This is an optimization exercise on Yosys and OpenROAD, whose aim is small area and a short achievable clock period, not a production implementation.
Function was checked by simulation only, so behaviour that the tests miss may differ from the original.
Power is estimated from default activity; no workload was simulated.

==> flow/design.v (outline; a module is shown in full before it is edited, if it fits) <==
// module dsp_acc: 4057 lines
module dsp_acc (
    input  wire        clk,
    input  wire        rst_n,
    input  wire        in_valid,
    input  wire [3:0]  in_op,
    input  wire [1:0]  in_opc,
    input  wire        in_conj,
    input  wire        in_uf,
    input  wire        in_us,
    input  wire        in_pair,
    input  wire [1:0]  in_an,
    input  wire        in_w,
    input  wire [5:0]  in_s,
    input  wire        in_sat,
    input  wire [31:0] in_a,
    input  wire [31:0] in_b,
    output reg         out_valid,
    output reg  [31:0] out_data,
    output reg         out_n,
    output reg         out_z,
    output reg         out_v,
    output reg         out_sticky
);
  // ...
==> flow/flow/run.sh <==
#!/bin/bash
set -euo pipefail
bash standard.sh SETUP_SLACK_MARGIN=10 finish > standard_flow.log 2>&1
==> flow/standard.sh <==
#!/bin/bash
# synth_recipe.tcl (not shown) runs the flow's synth.tcl, then flattens the netlist and writes it again
# the make line also repeats each setting of config.mk as NAME=value (left out here)
make -C /OpenROAD-flow-scripts/flow DESIGN_CONFIG=/design/flow/config.mk WORK_HOME=/design/flow/orfs CLKGATE_MAP_FILE= SYNTH_SCRIPT=/design/flow/synth_recipe.tcl "${@:-finish}"
==> flow/config.mk <==
export PLATFORM = sky130hd
export DESIGN_NAME = dsp_acc
export DESIGN_NICKNAME = dsp_acc
export VERILOG_FILES = /design/flow/design.v
export SDC_FILE = /design/flow/constraint.sdc
export NUM_CORES = 4
export LEC_CHECK = 0
export CAP_MARGIN = 20
export CORE_MARGIN = 2
export CORE_UTILIZATION = 55
export SLEW_MARGIN = 20
==> flow/constraint.sdc <==
create_clock -name core_clock -period 14.0 [get_ports {clk}]
set_input_delay 2.8000 -clock core_clock [delete_from_list [all_inputs] [get_ports {clk}]]
set_output_delay 2.8000 -clock core_clock [all_outputs]
set_load 0.01 [all_outputs]
==> flow_metrics.env, run 1 <==
export IMPL_status="no timing/DRC/antenna violations"
export IMPL_cts_max_level=3
export IMPL_synth_most_common_cell="inv_1"
export IMPL_clkTransAtPathRegs_ns=0.06
export IMPL_fin_hold_ws_ns=0.324
export IMPL_area_share_nonclk_buffers=0.0977
export IMPL_clkPwrFrac=0.128
export IMPL_die_h_um=343
export IMPL_dp_hpwl_um=182000
export IMPL_crit_start="r1_sb_lo"
export IMPL_r2r_start="r1_sb_lo"
export IMPL_sequentialPower_mw=2.46
export IMPL_drt_iter0_markers=8443
export IMPL_yosysUniqueCellTypes=91
export IMPL_nFillCells=8977
export IMPL_p_per_area_nw_per_um2=212
export IMPL_wl_per_cell_um=31.9
export IMPL_syn_to_final_growth_pct=21.8
export IMPL_finalCritPeriodShare=0.331
export IMPL_peakVddDrop_v=0.000329
export IMPL_r2r_end="pend[3]"
export IMPL_drc=0
export IMPL_vias=59900
export IMPL_layout_cells_non_filler=8955
export IMPL_layout_common_cells="797 x inv_1, 539 x dfxtp_1, 487 x fa_1"
export IMPL_crit_end="pend[3]"
export IMPL_grt_use_total=0.469
export IMPL_synth_top_family_by_area="adder cells"
export IMPL_die_area_sq_um=117000
export IMPL_clock_latency_ns=0.69
export IMPL_multi_input_area_share=0.631
export IMPL_final_cell_area_sq_um=76800
export IMPL_nClkBuffers=99
export IMPL_internal_power_mw=8.50
export IMPL_synth_main_ff_cell="dfxtp_1"
export IMPL_slowest_stage="fa_1"
export IMPL_yosysTopAreaCellShare=0.199
export IMPL_signal_buffers=683
export IMPL_grt_setup_unrepaired="yes"
==> run 2: changes to the inputs <==
--- a/flow/design.v
+++ b/flow/design.v
@@ -97,16 +97,20 @@
     wire d_sta  = (q_op == OP_STA);
     wire d_clr  = (q_op == OP_CLR);
     wire d_ldah = (q_op == OP_LDAH);
     wire d_rdal = (q_op == OP_RDAL);
     wire d_rdah = (q_op == OP_RDAH);
     wire d_clrs = (q_op == OP_CLRS);
     wire d_load = d_clr | d_lda | d_ldah;
     wire d_p    = (d_mac | (d_sta & q_w)) ? q_pair : q_an[1];    
+    wire n_sa_lo = ~d_p & (d_mac & ~q_opc1 | d_ldah | d_sta | d_rdal | d_rdah);
+    wire n_sb_lo =  d_p & (d_mac & ~q_opc1 | d_ldah | d_sta | d_rdal | d_rdah);
+    wire n_sa_hi = ~d_p & (d_mac & ~q_opc1 | d_sta | d_rdal | d_rdah);
+    wire n_sb_hi =  d_p & (d_mac & ~q_opc1 | d_sta | d_rdal | d_rdah);
     wire [16:0] mA_re = {q_ear, q_a[15:0]};
     wire [16:0] mA_im = {q_eai, q_a[31:16]};
     wire mrr_r0_0;
     wire mrr_r0_1;
     wire mrr_r0_2;
     wire mrr_r0_3;
     wire mrr_r0_4;
     wire mrr_r0_5;
@@ -3853,17 +3857,16 @@
     assign tO_609 = tO_541 ^ tO_476 ^ tO_540;
     assign tO_610 = (tO_541 & tO_476) | (tO_541 & tO_540) | (tO_476 & tO_540);
     assign tO_611 = tO_480 ^ tO_542 ^ tO_543;
     assign tO_612 = (tO_480 & tO_542) | (tO_480 & tO_543) | (tO_542 & tO_543);
     assign tO_613 = tO_545 ^ mry_r8_17 ^ tO_544;
     assign tO_614 = (tO_545 & mry_r8_17) | (tO_545 & tO_544) | (mry_r8_17 & tO_544);
     reg        r1_valid;
     reg [3:0]  r1_we;        
-    reg        r1_sa_lo, r1_sb_lo, r1_sa_hi, r1_sb_hi;  
     reg        r1_ldah;
     reg        r1_sat;       
     reg [15:0] r1_ah;        
     reg        r1_sel1;      
     reg [5:0]  r1_s;
     reg        r1_w;
     reg        r1_rd;        
     reg        r1_ssat;      
@@ -3875,20 +3878,16 @@
         if (!rst_n)
             r1_valid <= 1'b0;
         else
             r1_valid <= q_valid;
         r1_we[0]  <= q_valid & ((d_mac & ~q_pair) | (d_load & (q_an == 2'd0)));
         r1_we[1]  <= q_valid & ((d_mac & ~q_pair) | (d_load & (q_an == 2'd1)));
         r1_we[2]  <= q_valid & ((d_mac &  q_pair) | (d_load & (q_an == 2'd2)));
         r1_we[3]  <= q_valid & ((d_mac &  q_pair) | (d_load & (q_an == 2'd3)));
-        r1_sa_lo  <= ~d_p & (d_mac & ~q_opc1 | d_ldah | d_sta | d_rdal | d_rdah);
-        r1_sb_lo  <=  d_p & (d_mac & ~q_opc1 | d_ldah | d_sta | d_rdal | d_rdah);
-        r1_sa_hi  <= ~d_p & (d_mac & ~q_opc1 | d_sta | d_rdal | d_rdah);
-        r1_sb_hi  <=  d_p & (d_mac & ~q_opc1 | d_sta | d_rdal | d_rdah);
         r1_ldah   <= d_ldah;
         r1_sat    <= q_sat;
         r1_ah     <= q_a[15:0];
         r1_sel1   <= ~(d_sta & q_w) & q_an[0];
         r1_s      <= d_sta ? q_s : {d_rdah, 5'd0};
         r1_w      <= d_sta & q_w;
         r1_rd     <= ~d_sta;
         r1_ssat   <= d_sta & q_sat;
@@ -3912,59 +3911,53 @@
             xs = {x[47], x};
             ss = {{13{s[35]}}, s};
             cs = {14'd0, c};
             ps = xs ^ ss ^ cs;
             pc = (xs & ss) | (xs & cs) | (ss & cs);
             lanesum = ps + {pc[47:0], 1'b0};
         end
     endfunction
-    function [47:0] lanex;
-        input [47:0] a, b;      
-        input pa, da, pb, db;   
-        input sa_lo, sb_lo, sa_hi, sb_hi;
-        input ld;               
-        input [15:0] h;
-        reg ea_lo, eb_lo, ea_hi, eb_hi, k_lo, k_hi, k_top;
-        begin
-            ea_lo = sa_lo & ~pa;
-            eb_lo = sb_lo & ~pb;
-            ea_hi = sa_hi & ~pa;
-            eb_hi = sb_hi & ~pb;
-            k_lo  = (sa_lo & pa & ~da) | (sb_lo & pb & ~db);
-            k_hi  = (sa_hi & pa & ~da) | (sb_hi & pb & ~db);
-            k_top = (sa_hi & pa & da) | (sb_hi & pb & db);
-            lanex[31:0]  = ({32{ea_lo}} & a[31:0]) | ({32{eb_lo}} & b[31:0]) | {32{k_lo}};
-            lanex[46:32] = ({15{ea_hi}} & a[46:32]) | ({15{eb_hi}} & b[46:32]) | {15{k_hi}} |
-                           ({15{ld}} & h[14:0]);
-            lanex[47]    = (ea_hi & a[47]) | (eb_hi & b[47]) | k_top | (ld & h[15]);
-        end
-    endfunction
-    wire [47:0] x0 = lanex(acc0, acc2, pend[0], dir[0], pend[2], dir[2],
-                           r1_sa_lo, r1_sb_lo, r1_sa_hi, r1_sb_hi, r1_ldah, r1_ah);
-    wire [47:0] x1 = lanex(acc1, acc3, pend[1], dir[1], pend[3], dir[3],
-                           r1_sa_lo, r1_sb_lo, r1_sa_hi, r1_sb_hi, r1_ldah, r1_ah);
+    reg [3:0]  e_lo, e_hi;
+    reg [1:0]  k_lo, k_hi, k_top;
+    wire [47:0] x0 = {(e_hi[0] & acc0[47]) | (e_hi[2] & acc2[47]) | k_top[0] | (r1_ldah & r1_ah[15]),
+                      ({15{e_hi[0]}} & acc0[46:32]) | ({15{e_hi[2]}} & acc2[46:32]) | {15{k_hi[0]}} |
+                      ({15{r1_ldah}} & r1_ah[14:0]),
+                      ({32{e_lo[0]}} & acc0[31:0]) | ({32{e_lo[2]}} & acc2[31:0]) | {32{k_lo[0]}}};
+    wire [47:0] x1 = {(e_hi[1] & acc1[47]) | (e_hi[3] & acc3[47]) | k_top[1] | (r1_ldah & r1_ah[15]),
+                      ({15{e_hi[1]}} & acc1[46:32]) | ({15{e_hi[3]}} & acc3[46:32]) | {15{k_hi[1]}} |
+                      ({15{r1_ldah}} & r1_ah[14:0]),
+                      ({32{e_lo[1]}} & acc1[31:0]) | ({32{e_lo[3]}} & acc3[31:0]) | {32{k_lo[1]}}};
     wire [48:0] v0 = lanesum(x0, r1_se, r1_ce);
     wire [48:0] v1 = lanesum(x1, r1_so, r1_co);
     wire ovf0 = v0[48] ^ v0[47];
     wire ovf1 = v1[48] ^ v1[47];
+    wire [3:0] ovfs = {ovf1, ovf0, ovf1, ovf0};
+    wire [3:0] sgns = {v1[48], v0[48], v1[48], v0[48]};
+    wire [3:0] pend_d = {4{rst_n}} & ((r1_we & ovfs & {4{r1_sat}}) | (~r1_we & pend));
+    wire [3:0] dir_d  = {4{rst_n}} & ((r1_we & sgns) | (~r1_we & dir));
     always @(posedge clk) begin
         if (!rst_n) begin
             acc0 <= 48'd0;
             acc1 <= 48'd0;
             acc2 <= 48'd0;
             acc3 <= 48'd0;
-            pend <= 4'd0;
-            dir  <= 4'd0;
         end else begin
-            if (r1_we[0]) begin acc0 <= v0[47:0]; pend[0] <= ovf0 & r1_sat; dir[0] <= v0[48]; end
-            if (r1_we[1]) begin acc1 <= v1[47:0]; pend[1] <= ovf1 & r1_sat; dir[1] <= v1[48]; end
-            if (r1_we[2]) begin acc2 <= v0[47:0]; pend[2] <= ovf0 & r1_sat; dir[2] <= v0[48]; end
-            if (r1_we[3]) begin acc3 <= v1[47:0]; pend[3] <= ovf1 & r1_sat; dir[3] <= v1[48]; end
+            if (r1_we[0]) acc0 <= v0[47:0];
+            if (r1_we[1]) acc1 <= v1[47:0];
+            if (r1_we[2]) acc2 <= v0[47:0];
+            if (r1_we[3]) acc3 <= v1[47:0];
         end
+        pend  <= pend_d;
+        dir   <= dir_d;
+        e_lo  <= {n_sb_lo, n_sb_lo, n_sa_lo, n_sa_lo} & ~pend_d;
+        e_hi  <= {n_sb_hi, n_sb_hi, n_sa_hi, n_sa_hi} & ~pend_d;
+        k_lo  <= ({2{n_sa_lo}} & pend_d[1:0] & ~dir_d[1:0]) | ({2{n_sb_lo}} & pend_d[3:2] & ~dir_d[3:2]);
+        k_hi  <= ({2{n_sa_hi}} & pend_d[1:0] & ~dir_d[1:0]) | ({2{n_sb_hi}} & pend_d[3:2] & ~dir_d[3:2]);
+        k_top <= ({2{n_sa_hi}} & pend_d[1:0] &  dir_d[1:0]) | ({2{n_sb_hi}} & pend_d[3:2] &  dir_d[3:2]);
     end
     wire [47:0] fa = r1_sel1 ? x1 : x0;    
     wire [47:0] fb = x1;                   
     wire [48:0] ya_full = $signed({fa, 1'b0}) >>> r1_s;
     wire [48:0] yb_full = $signed({fb, 1'b0}) >>> r1_s;
     reg [46:0] m_lo, m_hiA, m_hiB;
     integer k;
     always @* begin
==> flow/flow/run.sh (replaced) <==
#!/bin/bash
set -euo pipefail
R=orfs/results/sky130hd/dsp_acc/base
bash standard.sh synth > synth_flow.log 2>&1
cp $R/1_2_yosys.v $R/1_2_yosys_standard.v
python3 flow/fa_polarity.py $R/1_2_yosys_standard.v $R/1_2_yosys.v > fa_polarity.log 2>&1
rm -f $R/1_synth.odb $R/1_synth.sdc
bash standard.sh SETUP_SLACK_MARGIN=10 finish > standard_flow.log 2>&1
==> flow/flow/fa_polarity.py (new file) <==
#!/usr/bin/env python3
"""Re-polarise full adders in a Yosys netlist of sky130 cells.

A full adder is self-dual: FA(~a, ~b, ~c) = (~sum, ~cout).  Synthesis
leaves many inverters between full adders; this script removes the
inverters, chooses for every fa cell whether it works on the true or the
complemented values of its signals so that as few signals as possible
need an inverted copy, and inserts one inverter per signal that still
needs one.  The logic function of every other cell and register is kept.

usage: fa_polarity.py in.v out.v
"""
import re
import sys
import collections

OUT_PINS = {"X", "Y", "Q", "Q_N", "SUM", "COUT", "HI", "LO"}
INV_RE = re.compile(r"sky130_fd_sc_hd__(clk)?inv_\d+$")
FA_RE = re.compile(r"sky130_fd_sc_hd__fa_\d+$")
FA_IN = ("A", "B", "CIN")
SWAP = {}
for d in ("1", "2", "4"):
    SWAP["sky130_fd_sc_hd__xor2_" + d] = "sky130_fd_sc_hd__xnor2_" + d
    SWAP["sky130_fd_sc_hd__xnor2_" + d] = "sky130_fd_sc_hd__xor2_" + d

def main(inp, outp):
    text = open(inp).read()
    text = re.sub(r"^\s*\(\*.*?\*\)\s*\n", "", text, flags=re.M)
    inst_re = re.compile(r"^  (sky130_fd_sc_hd__\w+) (\S+)\s+\(\n(.*?)\n  \);\n", re.S | re.M)
    pin_re = re.compile(r"\.(\w+)\((\\\S+ |[^()\s]+)\)")
    insts = []
    first = None
    last = None
    for m in inst_re.finditer(text):
        if first is None:
            first = m.start()
        last = m.end()
        pins = collections.OrderedDict(pin_re.findall(m.group(3)))
        insts.append([m.group(1), m.group(2), pins])
    head = text[:first]
    tail = text[last:]
    body_between = inst_re.sub("", text[first:last])
    if body_between.strip():
        sys.exit("unexpected text between cells: %r" % body_between.strip()[:200])
    if tail.strip() != "endmodule":
        sys.exit("unexpected tail: %r" % tail.strip()[:200])

    outputs = set()
    for m in re.finditer(r"^\s*output\s+(\[(\d+):(\d+)\]\s+)?(\S+);", head, re.M):
        if m.group(1):
            hi, lo = int(m.group(2)), int(m.group(3))
            for i in range(min(hi, lo), max(hi, lo) + 1):
                outputs.add("%s[%d]" % (m.group(4), i))
        else:
            outputs.add(m.group(4))

    def norm(n):
        return n.strip()

    driver = {}
    for idx, (typ, name, pins) in enumerate(insts):
        for p, n in pins.items():
            if p in OUT_PINS:
                driver[norm(n)] = (idx, p)

    collapsible = set()
    for idx, (typ, name, pins) in enumerate(insts):
        if INV_RE.match(typ) and norm(pins["Y"]) not in outputs:
            collapsible.add(idx)

    rawname = {}
    for typ, name, pins in insts:
        for p, n in pins.items():
            rawname.setdefault(norm(n), n)

    def base(n):
        par = 0
        n = norm(n)
        seen = 0
        while n in driver and driver[n][0] in collapsible:
            n = norm(insts[driver[n][0]][2]["A"])
            par ^= 1
            seen += 1
            if seen > 1000:
                sys.exit("inverter loop")
        return n, par

    fa_idx = [i for i, c in enumerate(insts) if FA_RE.match(c[0])]
    is_fa = set(fa_idx)
    x = collections.defaultdict(int)          # flip per fa cell

    loads = collections.defaultdict(list)     # base -> [(cell, pin, par)]
    for idx, (typ, name, pins) in enumerate(insts):
        if idx in collapsible:
            continue
        for p, n in pins.items():
            if p in OUT_PINS:
                continue
            nn = norm(n)
            if re.match(r"^\d+'[bh][01]$", nn):
                continue
            b, par = base(nn)
            loads[b].append((idx, p, par))
    # output ports driven through collapsible inverters are not allowed (kept above)

    def phys(b):
        d = driver.get(b)
        if d and (d[0] in is_fa or d[0] in is_sw):
            return x[d[0]]
        return 0

    def need(idx, p, par):
        if idx in is_fa and p in FA_IN:
            return par ^ x[idx]
        return par

    def netcost(b):
        ph = phys(b)
        for (idx, p, par) in loads[b]:
            if need(idx, p, par) != ph:
                return 1
        return 0

    # nets touched by each fa
    touch = {}
    for f in fa_idx:
        pins = insts[f][2]
        s = set()
        for p in FA_IN:
            nn = norm(pins[p])
            if not re.match(r"^\d+'[bh][01]$", nn):
                s.add(base(nn)[0])
        for p in ("SUM", "COUT"):
            if p in pins:
                s.add(norm(pins[p]))
        touch[f] = s

    sw_idx = [i for i, c in enumerate(insts) if c[0] in SWAP]
    is_sw = set(sw_idx)
    for f in sw_idx:
        pins = insts[f][2]
        op = "X" if "X" in pins else "Y"
        touch[f] = set([norm(pins[op])])
    allnets = set(loads.keys())
    before = sum(netcost(b) for b in allnets)
    # simulated annealing over the flip variables, then greedy descent
    import random, math
    rng = random.Random(1)
    var = fa_idx + sw_idx
    cur = before
    best = cur
    bestx = dict((f, x[f]) for f in var)
    steps = 2000 * len(var)
    for it in range(steps):
        temp = 0.6 * (1.0 - it / float(steps)) + 0.02
        f = var[rng.randrange(len(var))]
        nets = touch[f]
        c0 = sum(netcost(b) for b in nets)
        x[f] ^= 1
        c1 = sum(netcost(b) for b in nets)
        d = c1 - c0
        if d <= 0 or rng.random() < math.exp(-d / temp):
            cur += d
            if cur < best:
                best = cur
                bestx = dict((g, x[g]) for g in var)
        else:
            x[f] ^= 1
    for f in var:
        x[f] = bestx[f]
    improved = True
    passes = 0
    while improved and passes < 50:
        improved = False
        passes += 1
        for f in var:
            nets = touch[f]
            c0 = sum(netcost(b) for b in nets)
            x[f] ^= 1
            c1 = sum(netcost(b) for b in nets)
            if c1 < c0:
                improved = True
            else:
                x[f] ^= 1
    after = sum(netcost(b) for b in allnets)
    nflip = sum(1 for f in fa_idx + sw_idx if x[f])
    sys.stderr.write("fa_polarity: %d fa cells, %d flipped, inverters %d -> %d (collapsible %d)\n"
                     % (len(fa_idx), nflip, len(collapsible), after, len(collapsible)))

    # rewrite
    invnet = {}
    newwires = []
    newcells = []
    k = 0
    for b in sorted(allnets):
        if netcost(b):
            k += 1
            wn = "fapol_n%d" % k
            invnet[b] = wn
            newwires.append("  wire %s;\n" % wn)
            newcells.append("  sky130_fd_sc_hd__inv_1 fapol_i%d (\n    .A(%s),\n    .Y(%s)\n  );\n"
                            % (k, rawname.get(b, b), wn))
    out = []
    for idx, (typ, name, pins) in enumerate(insts):
        if idx in collapsible:
            continue
        lines = []
        for p, n in pins.items():
            nn = norm(n)
            if p not in OUT_PINS and not re.match(r"^\d+'[bh][01]$", nn):
                b, par = base(nn)
                if need(idx, p, par) == phys(b):
                    n = rawname.get(b, b)
                else:
                    n = invnet[b]
            lines.append("    .%s(%s)" % (p, n))
        if idx in is_sw and x[idx]:
            newtyp = SWAP[typ]
            oldp, newp = ("X", "Y") if "xor2" in typ and "xnor2" not in typ else ("Y", "X")
            lines = [l.replace("    .%s(" % oldp, "    .%s(" % newp) for l in lines]
            typ = newtyp
        out.append("  %s %s (\n%s\n  );\n" % (typ, name, ",\n".join(lines)))
    # head ends just before the first cell; insert new wires at its end
    text2 = head + "".join(newwires) + "".join(out) + "".join(newcells) + tail
    open(outp, "w").write(text2)

if __name__ == "__main__":
    main(sys.argv[1], sys.argv[2])
==> flow_metrics.env, run 2 <==
export IMPL_status="no timing/DRC/antenna violations"
export IMPL_cp_arrival_ns=5.23
export IMPL_cts_hold_buffers=0
export IMPL_grt_max_degree=89
export IMPL_syn_cell_area_sq_um=60700
export IMPL_r2r_end="k_hi[1]"
export IMPL_critPathRequiredTime_ns=14.63
export IMPL_hold_violations=0
export IMPL_p_per_area_nw_per_um2=227
export IMPL_gp_congestion=1.09
export IMPL_hold_depth=0
export IMPL_maxCapViolCount=0
export IMPL_crit_end="k_hi[1]"
export IMPL_drc=0
export IMPL_grt_pass1_vias=56100
export IMPL_clock_latency_ns=0.70
export IMPL_cp_end_kind="flop"
export IMPL_cts_root_buffer="clkbuf_16"
export IMPL_clk_path_buf_depth=3
export IMPL_first_pass_iters=9
export IMPL_syn_to_final_growth_pct=21.2
export IMPL_viasPerCell=6.90
export IMPL_min_period_ns=4.60
export IMPL_total_power_mw=16.7
export IMPL_grt_antenna_before_repair=12
export IMPL_grt_pass1_wl_um=383000
export IMPL_skew_ns=0.0733
export IMPL_r2r_start="e_lo[1]"
export IMPL_rows=121
export IMPL_numPortBuffers=123
export IMPL_r2r_setup_slack_ns=9.40
export IMPL_path_class="flop to flop"
export IMPL_peakVddDrop_v=0.000623
export IMPL_drive_gt1_frac=0.218
export IMPL_fin_hold_ws_ns=0.324
export IMPL_clock_sinks=636
export IMPL_antenna_left=0
export IMPL_setup_tns_ns=0
export IMPL_slew_violations=0
export IMPL_finalCritPeriodShare=0.329
export IMPL_layout_common_cells="537 x dfxtp_1, 515 x xnor2_1, 505 x nor2_1"
export IMPL_clkTransAtPathRegs_ns=0.06
export IMPL_coreArea_sq_um=109000
export IMPL_slew_headroom=0.232
export IMPL_cts_max_level=3
export IMPL_cp_start_kind="flop"
export IMPL_initial_core_util=0.556
export IMPL_rr_worst_depth=14
export IMPL_grt_setup_unrepaired="yes"
export IMPL_die_area_sq_um=113000
export IMPL_drt_iter0_markers=7967
export IMPL_grt_use_total=0.463
export IMPL_layout_commonest_cell="dfxtp_1"
export IMPL_ys_warn_count=1
export IMPL_utilization=0.674
export IMPL_hp_class="flop to flop"
export IMPL_crit_start="e_lo[1]"
export IMPL_vias=57600
export IMPL_mappedNetlistNets=7596
export IMPL_cts_tree="yes"
export IMPL_dp_hpwl_um=175000
export IMPL_worst_pin_slew_ns=1.12
export IMPL_avgSynthCellArea_sq_um=9.03
export IMPL_die_h_um=336
export IMPL_routed_wl_um=270000
export IMPL_ios=124
export IMPL_fin_nets=7675
export IMPL_synth_cells=6724
export IMPL_finalSetupViolations=0
export IMPL_grt_overflow=0
export IMPL_wl_per_cell_um=32.4
export IMPL_leakagePower_nw=27.4
export IMPL_numCtsBuffers=74
export IMPL_die_width_um=336
export IMPL_fmax_mhz=217
export IMPL_cp_max_fo=8
run 2: per-layer routing:
layer | track usage | up-vias | wire length [um]
met5 | 0 | - | 83
met4 | 0.328 | 8 | 24500
met3 | 0.169 | 1342 | 37700
met2 | 0.665 | 4571 | 110000
met1 | 0.574 | 27900 | 97400
li1 | - | 23700 | -
run 2: metrics by stage:
stage	setup slack (ns)	area [sq um]	std cells
after detailed placement	8.24	62800	7866
after CTS	9.52	71000	8242
final	9.40	73600	8346
after global placement	8.31	62800	7865
after floorplan	9.70	61000	6724
after global routing	9.34	73600	8339
run 2: how the worst min path moves through the flow:
stage / startpoint / to
after floorplan: r1_clrs / r2_clrs
after global placement: r1_clrs / r2_clrs
after detailed placement: r1_clrs / r2_clrs
after CTS: r1_mac / r2_mac
after global routing: r1_clrs / r2_clrs
final: r1_clrs / r2_clrs
run 2: critical path, stage by stage, from the launching register on:
cell       delay, ns
dfxtp_4         0.39
buf_12          0.17
a221o_2         0.55
fa_1            0.54
ha_2            0.32
o21ai_0         0.18
o21bai_1        0.13
a211o_1         0.31
a31o_1          0.33
o211a_4         0.30
or3_4           0.39
a2111oi_4       0.35
a221oi_2        0.07
o32ai_2         0.32
and2_1          0.17
run 2: area by class of cell:
class	instances	area, sq um
antenna	7	17.5
clock buffer	97	2070
clock inverter	39	689
fill	8546	35600
inverter	212	883
multi-input combinational	5265	48300
sequential	636	13000
tap	1476	1850
timing repair buffer	614	6720
run 2: power by group:
| part | internal (mW) | switching, mW | total [mW] | leakage [nW] |
|---|---|---|---|---|
| registers | 2.26 | 0.302 | 2.56 | 5.29 |
| clock network | 1.30 | 0.872 | 2.17 | 1.32 |
| logic | 5.27 | 6.68 | 11.9 | 20.8 |
run 2: what timing repair did:
| action | 4_1_cts | 5_1_grt |
|---|---|---|
| setup buffers | 205 | 92 |
| gates resized for setup | 899 | 352 |
| setup endpoints to repair | 368 | 191 |
| gates cloned | 35 | 5 |
| endpoints found under the hold margin | 0 | 0 |
| pin swaps | 234 | 255 |

[port drivers added, routing unchanged]
In the flow no input, the clock included, has a driving cell. The finished layouts below were timed again as built, in two steps. Step 1 sets driving cells, clkbuf_16 on the clock port and buf_2 on the other inputs (assumed; they add their load-dependent delay and slew). Step 2 also shifts input and output timing later by t, the mid clock arrival at the registers, as if the neighbouring blocks saw the same clock. Slacks: no drivers / after step 1 / after step 2; pairs: no drivers / after step 1.
| run | t (ns) | slack for setup (ns) | worst setup path at the end |
|---|---|---|---|
| run 1 | 0.756 | 9.366 / 9.366 / 8.871 | input to register |
| run 2 | 0.746 | 9.398 / 9.398 / 8.888 | input to register |
After both steps every run listed still meets setup and hold. The setup slack of run 2, which loses most, moves by 0.000 ns with the drivers and by -0.510 ns with both steps.
